This design comes from an exercise in tuning for small area, a short achievable clock period and few clock cycles on the open sky130 flow, not from production work. At most, simulation tests tie the RTL to the original design; equivalence was not proved.

==> flow/design.v (excerpt) <==
module cmd_rx_check (
    input  wire         clk,
    input  wire         rst,           
    input  wire         in_valid,
    output wire         in_ready,
    input  wire [63:0]  in_data,
    input  wire         in_last,
    input  wire [3:0]   in_nbytes,     
    output reg          out_valid,
    output wire [2:0]   out_kind,
    output wire [7:0]   out_status,
    output wire [127:0] out_hdr
);
clock: 11.0 ns
lec_check: 0
abc_clock_period_in_ps: 3000
cap_margin: 20
core_margin: 2
core_utilization: 40
place_density: 0.6
slew_margin: 20
run.sh (not shown) runs the stock make flow with config.mk's settings and CLKGATE_MAP_FILE= SYNTH_SCRIPT=/design/flow/synth_recipe.tcl, a recipe that flattens the netlist after the stock synthesis.
Testbench counts at the start, summed over its fixed seeds: cycles 87,206.
==> next run, changes <==
--- a/flow/config.mk
+++ b/flow/config.mk
@@ -7,3 +7,2 @@
 export LEC_CHECK = 0
-export ABC_CLOCK_PERIOD_IN_PS = 3000
 export CAP_MARGIN = 20
Outcome:
- synthesized area does not change
- via count stays the same
- design area stays the same
- hold slack stays the same
- non-clock buffer count is unchanged
- routed wire length stays the same

========
## run 1
cmd_rx_check, a different RTL version from the one above (not shown whole).
Size: roughly 1700 cells after synthesis, roughly 380 flip-flops, ~18000 sq um of cells after synthesis.
export LEC_CHECK = 0
export CAP_MARGIN = 20
export CORE_MARGIN = 2
export CORE_UTILIZATION = 40
export CTS_CLUSTER_DIAMETER = 120
export CTS_CLUSTER_SIZE = 25
export PLACE_DENSITY = 0.6
export SLEW_MARGIN = 20
export SYNTH_HIERARCHICAL = 1
export SYNTH_MINIMUM_KEEP_SIZE = 0
create_clock -name core_clock -period 11.0 [get_ports {clk}]
standard.sh (not shown) runs the stock make flow with config.mk's settings and CLKGATE_MAP_FILE= SYNTH_SCRIPT=/design/flow/synth_recipe.tcl, a recipe that flattens the netlist after the stock synthesis.
==> flow/flow/run.sh <==
#!/bin/bash
set -euo pipefail
MARGIN=$(cat flow/margin.txt)
bash standard.sh synth > synth.log 2>&1
bash standard.sh SETUP_SLACK_MARGIN=$MARGIN \
    "BUFFER_PORTS_ARGS=-buffer_cell sky130_fd_sc_hd__buf_2" finish > layout.log 2>&1
==> flow/flow/margin.txt <==
7.5
Every stage of the flow completed for run 1, and the final layout passed the timing, DRC and antenna checks.
Testbench counts of run 1, summed over its fixed seeds: cycles 87,214.
Input-level comparison between run 2 and run 1:
==> flow/flow/margin.txt <==
7.6
Findings:
Run 2: no failed stages, no open violations at the end. From run 1 to run 2, sequential cell count did not move at all. Taking run 1 as the reference point, the least setup slack across all paths after layout of run 2 rises by 0.10 ns. Compared with run 1, run 2 shows a higher final cell area excluding filler cells. The non-clock buffer count reported for run 2 is greater than that of run 1 by 2. When run 2 is measured against run 1, its final critical-path required period turns out 0.10 ns lower.
[inputs] run 3 vs run 2
- clearing CTS_CLUSTER_SIZE, which used to be 25
- clearing CTS_CLUSTER_DIAMETER, which used to be 120
==> flow/flow/margin.txt <==
7.5
--- outcome ---
Number of H-tree branching levels: higher on run 3. Diff run 2 -> run 3 | critical path depth | decrease of 9. Largest stage delay on the critical path, run 2 and run 3: higher on run 2. In run 3 relative to run 2, area of all placed cells without fillers had gone up by a few percent. Run 3 packs its core more tightly than run 2.

========
cmd_rx_check, a different RTL version from the one above (not shown whole).
Size: roughly 310 flip-flops.
// cmd_rx_check
module cmd_rx_check (
    input  wire         clk,
    input  wire         rst,           
    input  wire         in_valid,
    output wire         in_ready,
    input  wire [63:0]  in_data,
    input  wire         in_last,
    input  wire [3:0]   in_nbytes,     
    output reg          out_valid,
    output wire [2:0]   out_kind,
    output wire [7:0]   out_status,
    output wire [127:0] out_hdr
);
==> flow/config.mk <==
export PLATFORM = sky130hd
export DESIGN_NAME = cmd_rx_check
export DESIGN_NICKNAME = cmd_rx_check
export VERILOG_FILES = /design/flow/design.v
export SDC_FILE = /design/flow/constraint.sdc
export NUM_CORES = 4
export LEC_CHECK = 0
export CAP_MARGIN = 20
export CORE_MARGIN = 2
export CORE_UTILIZATION = 40
export PLACE_DENSITY = 0.6
export SLEW_MARGIN = 20
export SYNTH_HIERARCHICAL = 1
export SYNTH_MINIMUM_KEEP_SIZE = 0
==> flow/constraint.sdc <==
create_clock -name core_clock -period 11.0 [get_ports {clk}]
set_input_delay 2.2000 -clock core_clock [delete_from_list [all_inputs] [get_ports {clk}]]
set_output_delay 2.2000 -clock core_clock [all_outputs]
set_load 0.01 [all_outputs]
==> flow/flow/margin.txt <==
7.0
Scripts as last shown in full above: flow/flow/run.sh
Next try:
==> flow/flow/margin.txt (replaced) <==
7.6
=> Wire length rose by 4.3%; register-to-register slack improved by 0.07 ns; die area stays the same; design area rose by 10%; global-route usage hardly moves; worst setup slack improved by 0.074 ns; fmax rose by 1.9%.
Function was not checked in any run of this note: the RTL went through the layout flow alone.

========
cmd_rx_check, a different RTL version from the one above (not shown whole).
For scale: roughly 1,700 cells after synthesis, ~380 flip-flops, about 0.019 mm² of cells after synthesis.
export LEC_CHECK = 0
export CAP_MARGIN = 20
export CORE_MARGIN = 2
export CORE_UTILIZATION = 40
export PLACE_DENSITY = 0.6
export SLEW_MARGIN = 20
export SYNTH_HIERARCHICAL = 1
export SYNTH_MINIMUM_KEEP_SIZE = 0
create_clock -name core_clock -period 11.0 [get_ports {clk}]
==> flow/flow/margin.txt <==
7.8
Scripts as last shown in full above: flow/flow/run.sh
Then changed:
==> flow/flow/margin.txt (replaced) <==
7.2
Result: Via count falls by 1.8%. Clock skew is about the same. Core utilization falls by 2.0 points. Routed wire length falls by 2.0%. Critical path depth rises by 7. Final cell count falls by 1.8%. Synthesized area does not change.
Function was not checked in any run of this note: the RTL went through the layout flow alone.

========
Setup of try-delta:
cmd_rx_check with an RTL version that a note above also has.
Size in the first run: ~1700 cells after synthesis, roughly 380 flip-flops, ~210 I/O pins.
==> flow/config.mk <==
export PLATFORM = sky130hd
export DESIGN_NAME = cmd_rx_check
export DESIGN_NICKNAME = cmd_rx_check
export VERILOG_FILES = /design/flow/design.v
export SDC_FILE = /design/flow/constraint.sdc
export NUM_CORES = 4
export LEC_CHECK = 0
export CAP_MARGIN = 20
export CORE_MARGIN = 2
export CORE_UTILIZATION = 40
export CTS_CLUSTER_DIAMETER = 120
export CTS_CLUSTER_SIZE = 25
export PLACE_DENSITY = 0.6
export SLEW_MARGIN = 20
export SYNTH_HIERARCHICAL = 1
export SYNTH_MINIMUM_KEEP_SIZE = 0
==> flow/constraint.sdc <==
create_clock -name core_clock -period 11.0 [get_ports {clk}]
set_input_delay 2.2000 -clock core_clock [delete_from_list [all_inputs] [get_ports {clk}]]
set_output_delay 2.2000 -clock core_clock [all_outputs]
set_load 0.01 [all_outputs]
==> flow/flow/run.sh <==
#!/bin/bash
set -euo pipefail
MARGIN=$(cat flow/margin.txt)
bash standard.sh synth > synth.log 2>&1
bash standard.sh SETUP_SLACK_MARGIN=$MARGIN \
    "BUFFER_PORTS_ARGS=-buffer_cell sky130_fd_sc_hd__buf_1" finish > layout.log 2>&1
==> flow/flow/margin.txt <==
7.6
try-delta | status: complete | timing, DRC, antenna: pass
Testbench counts of try-delta, summed over its fixed seeds: cycles 87,214.
Input-level comparison between try-tundra and try-delta:
Settings: changing CTS_CLUSTER_SIZE from 25 to 20; changing CTS_CLUSTER_DIAMETER from 120 to 100.
==> flow/flow/run.sh <==
#!/bin/bash
set -euo pipefail
MARGIN=$(cat flow/margin.txt)
bash standard.sh synth > synth.log 2>&1
bash standard.sh SETUP_SLACK_MARGIN=$MARGIN \
    "BUFFER_PORTS_ARGS=-buffer_cell sky130_fd_sc_hd__buf_2" finish > layout.log 2>&1
==> flow/flow/margin.txt <==
7.5
==> run summary <==
try-tundra completed; timing, DRC and antenna clean
Taking try-delta as the reference, in try-tundra worst hold-check slack now larger, final area picked up an extra 1.1%.
Here is what was changed in the inputs of try-juniper compared with try-tundra.
Settings: changing CTS_CLUSTER_SIZE from 20 to 30; changing CTS_CLUSTER_DIAMETER from 100 to 150.
Findings:
Between try-juniper and try-tundra, the cell count does not differ in any meaningful way.
Going from try-tundra to try-juniper, period utilization held steady, number of remaining DRC errors held steady, post-layout utilization of the core shrank by 0.29 points.
Sort try-tundra and try-juniper by first-pass GRT wire length, descending, and try-juniper comes first.
Taking try-tundra as the reference, in try-juniper number of gates resized after CTS grew by 4; number of vias after detailed routing did not really move.

========
cmd_rx_check, a different RTL version from the one above (not shown whole).
Size: ~1,700 cells after synthesis, about 380 flip-flops, ~210 I/O pins, roughly 0.018 mm^2 of cells after synthesis.
Settings: LEC_CHECK=0, CAP_MARGIN=20, CORE_MARGIN=2, CORE_UTILIZATION=40, CTS_CLUSTER_DIAMETER=120, CTS_CLUSTER_SIZE=25, PLACE_DENSITY=0.6, SLEW_MARGIN=20, SYNTH_HIERARCHICAL=1, SYNTH_MINIMUM_KEEP_SIZE=0; clock period 11.0 ns.
==> flow/flow/run.sh <==
#!/bin/bash
set -euo pipefail
MARGIN=$(cat flow/margin.txt)
bash standard.sh synth > synth.log 2>&1
bash standard.sh SETUP_SLACK_MARGIN=$MARGIN \
    "PRE_GLOBAL_PLACE_TCL=$PWD/flow/ports_out.tcl" \
    "BUFFER_PORTS_ARGS=-inputs -buffer_cell sky130_fd_sc_hd__buf_1" finish > layout.log 2>&1
==> flow/flow/margin.txt <==
7.5
==> flow/flow/ports_out.tcl <==
buffer_ports -outputs -buffer_cell sky130_fd_sc_hd__buf_2
The starting point ran to the end with no violations.
Testbench counts at the start, summed over its fixed seeds: cycles 87,214.
Edit:
==> flow/flow/run.sh (replaced) <==
#!/bin/bash
set -euo pipefail
MARGIN=$(cat flow/margin.txt)
bash standard.sh synth > synth.log 2>&1
bash standard.sh SETUP_SLACK_MARGIN=$MARGIN \
    "BUFFER_PORTS_ARGS=-buffer_cell sky130_fd_sc_hd__buf_2" finish > layout.log 2>&1
CTS_CLUSTER_DIAMETER = default   (was 120)
CTS_CLUSTER_SIZE = default   (was 25)
removed: flow/flow/ports_out.tcl
=> Clock-buffer cell count climbs by 35. Register-to-register slack gets better by 0.04 ns. Routed wire length climbs by 3.7%. Synthesized cell count stays the same. Worst setup slack gets worse by 0.040 ns. Worst hold slack gets better by 0.019 ns. Critical path depth climbs by 1. Final cell count climbs by 7.8%. Area after synthesis stays the same. Via count climbs by 6.9%.

==> what the ideal ports hide <==
In the flow no input, the clock included, has a driving cell. The finished layouts below were timed again as built, in two steps. Step 1: set_driving_cell puts a clkbuf_16 on clk and a buf_2 on each other input, an assumption about the parent block. Step 2 times the ports against the registers' clock, not the clock port: input delays grow and output delays shrink by t, the midpoint of the rising clock arrivals with the driver on. a / b / c = ideal ports / drivers / drivers and shift; a / b = the first two.
run	t, ns	slack for setup (ns)	worst setup path at the end	worst register clock-pin slew, ns
the first run of note 1	0.606	6.140 / 6.140 / 6.140	register to register	0.07 / 0.07
the second run of note 1	0.606	6.140 / 6.140 / 6.140	register to register	0.07 / 0.07
run 1	0.601	7.500 / 7.496 / 7.242	input to register	0.11 / 0.11
run 2	0.597	7.603 / 7.573 / 7.244	input to register	0.11 / 0.11
run 3	0.623	7.544 / 7.489 / 7.212	input to register	0.07 / 0.07
the first run of note 3	0.605	7.010 / 7.010 / 7.010	register to register	0.06 / 0.06
the second run of note 3	0.597	7.085 / 7.085 / 7.085	register to register	0.07 / 0.07
the first run of note 4	0.613	7.516 / 7.460 / 7.447	input to register	0.06 / 0.06
the second run of note 4	0.615	7.285 / 7.285 / 7.205	input to register	0.06 / 0.06
try-delta	0.591	7.577 / 7.577 / 7.246	input to register	0.10 / 0.10
try-tundra	0.603	7.570 / 7.515 / 7.223	input to register	0.10 / 0.10
try-juniper	0.595	7.562 / 7.506 / 7.244	input to register	0.13 / 0.13
the first run of note 6	0.591	7.576 / 7.523 / 7.309	input to register	0.10 / 0.10
the second run of note 6	0.621	7.537 / 7.480 / 7.293	input to register	0.06 / 0.06
After both steps every run listed still meets setup and hold. For run 2, which loses most, drivers alone change the setup slack by -0.030 ns; drivers and shift together by -0.359 ns.
